What follows belongs to an exercise in optimizing a design on an open flow for small area, a short achievable clock period and few clock cycles; a production flow would make more cautious choices. In this exercise RTL edits were held to simulation tests only and were not proved equivalent to the original.

==> inputs of zinc <==
==> flow/design.v (excerpt) <==
module gcm_top (
    input  wire         clk,
    input  wire         rst,
    input  wire         cmd_valid,
    output wire         cmd_ready,
    input  wire [2:0]   cmd_op,
    input  wire [255:0] cmd_data,
    input  wire [4:0]   cmd_nbytes,
    output reg          out_valid,
    output reg          out_tag,
    output reg  [127:0] out_data
);
clock: 11.0 ns
lec_check: 0
abc_clock_period_in_ps: 5000
cap_margin: 40
core_margin: 2
core_utilization: 40
slew_margin: 40
standard.sh (not shown) runs the stock make flow with config.mk's settings and CLKGATE_MAP_FILE= SYNTH_SCRIPT=/design/flow/synth_recipe.tcl, a recipe that flattens the netlist after the stock synthesis.
==> flow/flow/run.sh <==
#!/bin/bash
set -euo pipefail
bash standard.sh SETUP_SLACK_MARGIN=6.8 finish > flow.log 2>&1
==> inputs of garnet, as changes to zinc <==
--- a/flow/design.v
+++ b/flow/design.v
@@ -308,17 +308,17 @@
     output wire          free,        
     input  wire          ins_v,
     input  wire [127:0]  ins_blk,     
     input  wire [TW-1:0] ins_tag,
     input  wire          key_go,      
     input  wire [255:0]  key,
     output wire          key_busy,    
-    output wire          out_v,       
-    output wire [127:0]  out_blk,
-    output wire [TW-1:0] out_tag
+    output reg           out_v,       
+    output reg  [127:0]  out_blk,
+    output reg  [TW-1:0] out_tag
 );
     localparam MW = 16 * 22;
     reg [127:0]  xs [0:6];
     reg          xv [0:6];
     reg          xp [0:6];
     reg [TW-1:0] xt [0:6];
     reg [MW-1:0] ms [0:6];
@@ -381,23 +381,27 @@
                     xp[s+1] <= mp[s];
                     xt[s+1] <= mt[s];
                     if (rst) xv[s+1] <= 1'b0;
                     else     xv[s+1] <= mv[s];
                 end
             end else begin : g_last
                 wire recirc = mv[6] & ~mp[6];
-                assign out_v   = mv[6] & mp[6];
-                assign out_blk = sr ^ rk[14];
-                assign out_tag = mt[6];
                 always @(posedge clk) begin
                     xs[0]   <= recirc ? o : ins_blk;
                     xp[0]   <= recirc;
                     xt[0]   <= recirc ? mt[6] : ins_tag;
-                    if (rst) xv[0] <= 1'b0;
-                    else     xv[0] <= recirc | ins_v;
+                    out_blk <= sr ^ rk[14];
+                    out_tag <= mt[6];
+                    if (rst) begin
+                        xv[0] <= 1'b0;
+                        out_v <= 1'b0;
+                    end else begin
+                        xv[0] <= recirc | ins_v;
+                        out_v <= mv[6] & mp[6];
+                    end
                 end
             end
         end
     endgenerate
     reg  [4:0]   kc;
     reg  [255:0] kw;                  
     reg  [87:0]  km;
@@ -453,15 +457,15 @@
     input  wire [4:0]   cmd_nbytes,
     output reg          out_valid,
     output reg          out_tag,
     output reg  [127:0] out_data
 );
     localparam OP_KEY = 3'd0, OP_START = 3'd1, OP_AAD = 3'd2, OP_TEXT = 3'd3, OP_FINISH = 3'd4;
     localparam D  = 20;                 
-    localparam Q  = 20;                  
+    localparam Q  = 16;                  
     localparam K_CTR = 2'd0, K_J0 = 2'd1, K_H = 2'd2;
     reg         rdy;
     reg         s1_v, sk_v;
     reg [2:0]   s1_op, sk_op;
     reg [255:0] s1_d, sk_d;
     reg [4:0]   s1_n, sk_n;
     assign cmd_ready = rdy;
@@ -476,21 +480,21 @@
     reg [5:0]   fly;           
     reg [5:0]   cnt;           
     reg [4:0]   rd, wr;
     reg [127:0] ks  [0:D-1];
     reg [1:0]   ksk [0:D-1];
     reg [2:0]   cq_op [0:Q-1];
     reg [127:0] cq_d  [0:Q-1];
-    reg [4:0]   cq_n  [0:Q-1];     
-    reg [56:0]  len_a;         
-    reg [60:0]  len_c;         
+    reg [4:0]   cq_n  [0:Q-1];
     reg [5:0]   cq_cnt;
     reg [4:0]   cq_rd, cq_wr;
     reg         decrypt;
     reg [127:0] h, ej0;
+    reg [56:0]  len_a;         
+    reg [60:0]  len_c;         
     reg [127:0] gin;
     reg         gin_v, gin_last, gin_h2;
     wire s1_key = s1_op == OP_KEY;
     wire s1_st  = s1_op == OP_START;
     wire s1_txt = s1_op == OP_TEXT;
     wire s1_fin = s1_op == OP_FINISH;
     wire s1_use = s1_op <= OP_FINISH;        
@@ -502,15 +506,14 @@
     wire s1_go  = s1_v & s1_can;
     wire enq    = s1_go & s1_use;
     wire s1_free = ~s1_v | s1_can;
     wire e_key  = s1_go & s1_key;
     wire e_st   = s1_go & s1_st;
     wire e_txt  = s1_go & s1_txt;
     wire e_fin  = s1_go & s1_fin;
-    wire e_aad  = s1_go & (s1_op == OP_AAD);
     wire         r_free, r_ov;
     wire [127:0] r_out;
     wire [1:0]   r_otag;
     wire room    = ({1'b0, cnt} + {1'b0, fly}) < D;
     wire ins_h   = hq;
     wire ins_j   = ~hq & jq;
     wire ins_c   = ~hq & ~jq & (f_open | f_dlt[6]);
@@ -543,36 +546,25 @@
     wire x_st  = c_v & c_st & k_v & (k_k == K_J0) & g_idle;
     wire x_aad = c_v & c_aad;
     wire x_txt = c_v & c_txt & k_v;
     wire x_fin = c_v & c_fin;
     wire deq   = x_key | x_st | x_aad | x_txt | x_fin;
     wire pop   = junk | x_key | x_st | x_txt;
     wire push  = r_ov;
-    function [63:0] incr64(input [63:0] v);
-        integer k;
-        begin
-            for (k = 0; k < 64; k = k + 1)
-                incr64[k] = v[k] ^ (&(v | ~((64'd1 << k) - 64'd1)));
-        end
-    endfunction
     function [127:0] byte_mask(input [4:0] n);
         integer k;
         begin
             for (k = 0; k < 16; k = k + 1)
                 byte_mask[127 - 8*k -: 8] = (k < n) ? 8'hFF : 8'h00;
         end
     endfunction
-    wire [127:0] tmask = byte_mask(c_n);
+    wire [4:0]   n_eff = (c_n == 5'd0 || c_n > 5'd16) ? 5'd16 : c_n;
+    wire [127:0] tmask = byte_mask(n_eff);
     wire [127:0] ctext = (c_d ^ k_d) & tmask;
     wire [127:0] ptext = c_d & tmask;
-    wire [4:0]   n_eff = (s1_n == 5'd0 || s1_n > 5'd16) ? 5'd16 : s1_n;
-    wire [63:0]  inc_a = incr64({7'd0, len_a});
-    wire [5:0]   lc_lo = {1'b0, len_c[4:0]} + {1'b0, n_eff};
-    wire [63:0]  inc_c = incr64({8'd0, len_c[60:5]});
-    wire [55:0]  lc_hi = lc_lo[5] ? inc_c[55:0] : len_c[60:5];
     wire         g_last;
     wire [127:0] g_sum;
     ghash_pipe u_gh (
         .clk(clk), .rst(rst), .clr(x_key | x_st), .in_v(gin_v), .in_x(gin),
         .in_last(gin_last), .in_h2(gin_h2), .h(h), .busy(g_busy),
         .o_last(g_last), .o_sum(g_sum)
     );
@@ -591,37 +583,41 @@
         if (e_st) ivk <= s1_d[95:0] ^ key[255:160];
         if (e_st)
             ctr <= 32'd2;
         else if (do_ins & ins_c)
             ctr <= ctr + 32'd1;
         if (enq) begin
             cq_op[cq_wr] <= s1_op;
-            cq_d[cq_wr]  <= s1_fin ? {len_a, 7'd0, len_c, 3'd0} : s1_d[127:0];
-            cq_n[cq_wr]  <= n_eff;
+            cq_d[cq_wr]  <= s1_d[127:0];
+            cq_n[cq_wr]  <= s1_n;
         end
         if (push) begin
             ks[wr]  <= r_out;
             ksk[wr] <= r_otag;
         end
         if (x_key) h <= k_d;
         if (x_st) begin
             ej0     <= k_d;
             decrypt <= c_d[96];
         end
         gin_last <= x_fin | x_key;
         gin_h2   <= x_key;
-        gin <= x_key ? k_d : ~x_txt ? c_d : decrypt ? ptext : ctext;
-        if (e_st) begin
+        if (x_key) gin <= k_d;
+        if (x_aad) gin <= c_d;
+        if (x_txt) gin <= decrypt ? ptext : ctext;
+        if (x_fin) gin <= {len_a, 7'd0, len_c, 3'd0};
+        if (x_st) begin
             len_a <= 57'd0;
             len_c <= 61'd0;
         end else begin
-            if (e_aad) len_a <= inc_a[56:0];
-            if (e_txt) len_c <= {lc_hi, lc_lo[4:0]};
+            if (x_aad) len_a <= len_a + 57'd1;
+            if (x_txt) len_c <= len_c + {56'd0, n_eff};
         end
-        out_data <= x_txt ? ctext : (g_sum ^ ej0);    
+        if (x_txt)       out_data <= ctext;
+        else if (g_last) out_data <= g_sum ^ ej0;
         out_tag <= g_last;
         if (rst) begin
             s1_v      <= 1'b0;
             sk_v      <= 1'b0;
             rdy       <= 1'b0;
             hq        <= 1'b0;
             jq        <= 1'b0;
@@ -741,17 +737,16 @@
     input  wire         in_h2,      
     input  wire [127:0] h,
     output wire         busy,       
     output reg          o_last,     
     output wire [127:0] o_sum       
 );
     reg [127:0] y0, y1, h2;
-    reg         e0, e1;             
     reg         par;                
-    wire [127:0] a  = (par ? (e1 ? 128'd0 : y1) : (e0 ? 128'd0 : y0)) ^ in_x;
+    wire [127:0] a  = (par ? y1 : y0) ^ in_x;
     wire [127:0] b  = in_last ? h : h2;
     wire [127:0] ar, br;
     genvar i;
     generate
         for (i = 0; i < 128; i = i + 1) begin : g_rev
             assign ar[i] = a[127 - i];
             assign br[i] = b[127 - i];
@@ -777,34 +772,30 @@
     wire [127:0] z;
     generate
         for (i = 0; i < 128; i = i + 1) begin : g_zrev
             assign z[127 - i] = zr[i];
         end
     endgenerate
     assign busy  = s_v;
-    assign o_sum = (e0 ? 128'd0 : y0) ^ (e1 ? 128'd0 : y1);
+    assign o_sum = y0 ^ y1;
     always @(posedge clk) begin
         s_lp   <= lp;
         s_par  <= par;
         s_last <= in_last;
         s_h2   <= in_h2;
         if (s_v & s_h2)               h2 <= z;
         if (s_v & ~s_h2 & ~s_par)     y0 <= z;
+        else if (clr)                 y0 <= 128'd0;
         if (s_v & ~s_h2 & s_par)      y1 <= z;
+        else if (clr)                 y1 <= 128'd0;
         if (rst) begin
             s_v    <= 1'b0;
             par    <= 1'b0;
-            e0     <= 1'b1;
-            e1     <= 1'b1;
             o_last <= 1'b0;
         end else begin
             s_v    <= in_v;
             o_last <= s_v & s_last & ~s_h2;
-            if (s_v & ~s_h2 & ~s_par)    e0 <= 1'b0;
-            else if (clr)                e0 <= 1'b1;
-            if (s_v & ~s_h2 & s_par)     e1 <= 1'b0;
-            else if (clr)                e1 <= 1'b1;
             if (clr)       par <= 1'b0;
             else if (in_v) par <= ~par;
         end
     end
 endmodule
==> flow/flow/run.sh (replaced) <==
#!/bin/bash
set -euo pipefail
bash standard.sh SETUP_SLACK_MARGIN=6.5 finish > flow.log 2>&1
==> inputs of yarrow, as changes to zinc <==
--- a/flow/design.v
+++ b/flow/design.v
@@ -605,15 +605,17 @@
         if (x_key) h <= k_d;
         if (x_st) begin
             ej0     <= k_d;
             decrypt <= c_d[96];
         end
         gin_last <= x_fin | x_key;
         gin_h2   <= x_key;
-        gin <= x_key ? k_d : ~x_txt ? c_d : decrypt ? ptext : ctext;
+        if (x_key) gin <= k_d;
+        if (x_aad | x_fin) gin <= c_d;
+        if (x_txt) gin <= decrypt ? ptext : ctext;
         if (e_st) begin
             len_a <= 57'd0;
             len_c <= 61'd0;
         end else begin
             if (e_aad) len_a <= inc_a[56:0];
             if (e_txt) len_c <= {lc_hi, lc_lo[4:0]};
         end
@@ -741,17 +743,16 @@
     input  wire         in_h2,      
     input  wire [127:0] h,
     output wire         busy,       
     output reg          o_last,     
     output wire [127:0] o_sum       
 );
     reg [127:0] y0, y1, h2;
-    reg         e0, e1;             
     reg         par;                
-    wire [127:0] a  = (par ? (e1 ? 128'd0 : y1) : (e0 ? 128'd0 : y0)) ^ in_x;
+    wire [127:0] a  = (par ? y1 : y0) ^ in_x;
     wire [127:0] b  = in_last ? h : h2;
     wire [127:0] ar, br;
     genvar i;
     generate
         for (i = 0; i < 128; i = i + 1) begin : g_rev
             assign ar[i] = a[127 - i];
             assign br[i] = b[127 - i];
@@ -777,34 +778,30 @@
     wire [127:0] z;
     generate
         for (i = 0; i < 128; i = i + 1) begin : g_zrev
             assign z[127 - i] = zr[i];
         end
     endgenerate
     assign busy  = s_v;
-    assign o_sum = (e0 ? 128'd0 : y0) ^ (e1 ? 128'd0 : y1);
+    assign o_sum = y0 ^ y1;
     always @(posedge clk) begin
         s_lp   <= lp;
         s_par  <= par;
         s_last <= in_last;
         s_h2   <= in_h2;
         if (s_v & s_h2)               h2 <= z;
         if (s_v & ~s_h2 & ~s_par)     y0 <= z;
+        else if (clr)                 y0 <= 128'd0;
         if (s_v & ~s_h2 & s_par)      y1 <= z;
+        else if (clr)                 y1 <= 128'd0;
         if (rst) begin
             s_v    <= 1'b0;
             par    <= 1'b0;
-            e0     <= 1'b1;
-            e1     <= 1'b1;
             o_last <= 1'b0;
         end else begin
             s_v    <= in_v;
             o_last <= s_v & s_last & ~s_h2;
-            if (s_v & ~s_h2 & ~s_par)    e0 <= 1'b0;
-            else if (clr)                e0 <= 1'b1;
-            if (s_v & ~s_h2 & s_par)     e1 <= 1'b0;
-            else if (clr)                e1 <= 1'b1;
             if (clr)       par <= 1'b0;
             else if (in_v) par <= ~par;
         end
     end
 endmodule
==> flow/flow/run.sh (replaced) <==
#!/bin/bash
set -euo pipefail
bash standard.sh SETUP_SLACK_MARGIN=7.0 finish > flow.log 2>&1
==> inputs of onyx, as changes to zinc <==
--- a/flow/design.v
+++ b/flow/design.v
@@ -605,15 +605,17 @@
         if (x_key) h <= k_d;
         if (x_st) begin
             ej0     <= k_d;
             decrypt <= c_d[96];
         end
         gin_last <= x_fin | x_key;
         gin_h2   <= x_key;
-        gin <= x_key ? k_d : ~x_txt ? c_d : decrypt ? ptext : ctext;
+        if (x_key) gin <= k_d;
+        if (x_aad | x_fin) gin <= c_d;
+        if (x_txt) gin <= decrypt ? ptext : ctext;
         if (e_st) begin
             len_a <= 57'd0;
             len_c <= 61'd0;
         end else begin
             if (e_aad) len_a <= inc_a[56:0];
             if (e_txt) len_c <= {lc_hi, lc_lo[4:0]};
         end
@@ -741,17 +743,16 @@
     input  wire         in_h2,      
     input  wire [127:0] h,
     output wire         busy,       
     output reg          o_last,     
     output wire [127:0] o_sum       
 );
     reg [127:0] y0, y1, h2;
-    reg         e0, e1;             
     reg         par;                
-    wire [127:0] a  = (par ? (e1 ? 128'd0 : y1) : (e0 ? 128'd0 : y0)) ^ in_x;
+    wire [127:0] a  = (par ? y1 : y0) ^ in_x;
     wire [127:0] b  = in_last ? h : h2;
     wire [127:0] ar, br;
     genvar i;
     generate
         for (i = 0; i < 128; i = i + 1) begin : g_rev
             assign ar[i] = a[127 - i];
             assign br[i] = b[127 - i];
@@ -777,34 +778,30 @@
     wire [127:0] z;
     generate
         for (i = 0; i < 128; i = i + 1) begin : g_zrev
             assign z[127 - i] = zr[i];
         end
     endgenerate
     assign busy  = s_v;
-    assign o_sum = (e0 ? 128'd0 : y0) ^ (e1 ? 128'd0 : y1);
+    assign o_sum = y0 ^ y1;
     always @(posedge clk) begin
         s_lp   <= lp;
         s_par  <= par;
         s_last <= in_last;
         s_h2   <= in_h2;
         if (s_v & s_h2)               h2 <= z;
         if (s_v & ~s_h2 & ~s_par)     y0 <= z;
+        else if (clr)                 y0 <= 128'd0;
         if (s_v & ~s_h2 & s_par)      y1 <= z;
+        else if (clr)                 y1 <= 128'd0;
         if (rst) begin
             s_v    <= 1'b0;
             par    <= 1'b0;
-            e0     <= 1'b1;
-            e1     <= 1'b1;
             o_last <= 1'b0;
         end else begin
             s_v    <= in_v;
             o_last <= s_v & s_last & ~s_h2;
-            if (s_v & ~s_h2 & ~s_par)    e0 <= 1'b0;
-            else if (clr)                e0 <= 1'b1;
-            if (s_v & ~s_h2 & s_par)     e1 <= 1'b0;
-            else if (clr)                e1 <= 1'b1;
             if (clr)       par <= 1'b0;
             else if (in_v) par <= ~par;
         end
     end
 endmodule
Settings changed: CORE_UTILIZATION 40 to 55, PLACE_DENSITY set to 0.7.
==> impl_metrics.toml <==
[outcome]
so.violations = "antenna rules"
status = "failed layout checks"

[synth]
synth_mux_area_share_pct = 8.43

[hold_path]
whs_endpoint = "u_ring.xt[1][0]"

[routing]
dr_wl_met2_um = 1160000
drtAntennaViolNets = 3

[clocking]
insertion_delay_ns = 1.41

[sta]
fin_crit_sh_pct = 41.3

[cells_and_area]
area_growth_pct = 17.7

[place]
post-place-ws_ns = 4.95

[critical_path]
crit_chain = "xor2_2 -> xnor2_1 -> xnor2_1 -> xnor2_1 -> xnor2_1 -> xnor2_1 -> xnor2_1 -> xnor2_1 -> xor2_1"
critPathMaxStageDelay_ns = 0.99
reg2reg_slack_ns = 6.46

[global_route]
use_met1_pct = 42.4
the above is filed under zinc

==> impl_metrics.toml <==
[cells_and_area]
final_core_util_pct = 64.2
area_growth_pct = 16.5
flops_and_latches = 13700

[die]
dieArea_mm2 = 1.29

[routing]
dr_wl_met2_um = 1130000
route.layer.met1.wl_um = 1030000
drtAntennaViolNets = 1

[clocking]
insertion_delay_ns = 1.40

[synth]
synth_mux_area_share_pct = 8.65
synth_xor_area_share_pct = 27.1

[hold_path]
whs_endpoint = "u_ring.xt[2][1]"
hold_path_depth = 0

[outcome]
status = "failed layout checks"
so.violations = "antenna rules"

[critical_path]
reg2reg_to = "cq_cnt[4]"
crit_chain = "buf_12 -> mux4_2 -> mux4_2 -> mux2i_4 -> buf_6 -> xor2_4 -> nor3_4 -> buf_12 -> nor2_4 -> nand2_8 -> ha_4 -> inv_2 -> ha_4 -> inv_2 -> fa_2 -> inv_2 -> a21oi_2 -> nor2_1 -> nor2_1 -> xor2_1 -> nor2_1"

[global_route]
use_met1_pct = 55.0

[sta]
fin_crit_sh_pct = 40.8
the above is filed under onyx

==> impl_metrics.toml <==
[outcome]
status = "finished clean"

[clocking]
insertion_delay_ns = 1.39

[routing]
dr_wl_met2_um = 1160000
drtAntennaViolNets = 0

[hold_path]
min_from = "gin_h2"
whs_endpoint = "u_gh.s_h2"

[global_route]
use_met1_pct = 41.6
grtUsageTotal_pct = 30.6

[synth]
synth_mux_area_share_pct = 8.65

[cells_and_area]
area_growth_pct = 19.5

[critical_path]
reg2reg_slack_ns = 6.71
critPathMaxStageDelay_ns = 0.77
crit_chain = "xnor2_1 -> xor2_1 -> xnor2_1 -> xnor2_1 -> buf_4 -> xnor2_1 -> xnor2_4 -> xor2_1 -> xnor2_2 -> nor2_1"
the above is filed under yarrow

==> impl_metrics.toml <==
[clocking]
ctsRootBufferMaster = "clkbuf_16"
insertion_delay_ns = 1.39

[cells_and_area]
area_growth_pct = 15.5

[critical_path]
reg2reg_slack_ns = 6.28
critPathMaxStageDelay_ns = 1.04
crit_chain = "buf_2"

[outcome]
status = "finished clean"

[routing]
dr_wl_met2_um = 1080000
drtAntennaViolNets = 0

[hold_path]
whs_endpoint = "u_ring.xt[6][0]"

[synth]
yosys.area.top_type = "edfxtp_1"
synth_mux_area_share_pct = 8.08

[place]
post-place-ws_ns = 4.47

[global_route]
use_met1_pct = 39.4

[die]
num_rows = 480

[sta]
fin_crit_sh_pct = 44.3
the above is filed under garnet

Testbench counts of zinc, summed over its fixed seeds: cycles 2,649.
Testbench counts of garnet, summed over its fixed seeds: cycles 2,771.
Testbench counts of yarrow, summed over its fixed seeds: cycles 2,649.
Testbench counts of onyx, summed over its fixed seeds: cycles 2,649.

re-timing with driven ports:
No port has a modelled driver above. Below, the same layouts with a new extraction and two added sets of constraints. Step 1 assumes that a clkbuf_16 drives the clock port and a buf_2 every other input. Step 2, shift: input delay + t, output delay - t, t = (earliest + latest rising clock arrival at the registers) / 2. This alone moves slack from input paths to output paths. Slacks: ideal ports / drivers / drivers and shift; pairs: ideal ports / drivers.
run	shift t [ns]	setup slack, ns	worst data-port slew with drivers (ns)
zinc	1.521	6.460 / 6.460 / 6.460	0.20
garnet	1.493	6.131 / 5.935 / 6.282	0.20
yarrow	1.492	6.714 / 6.584 / 6.714	0.09
onyx	1.502	6.511 / 6.511 / 6.511	0.45
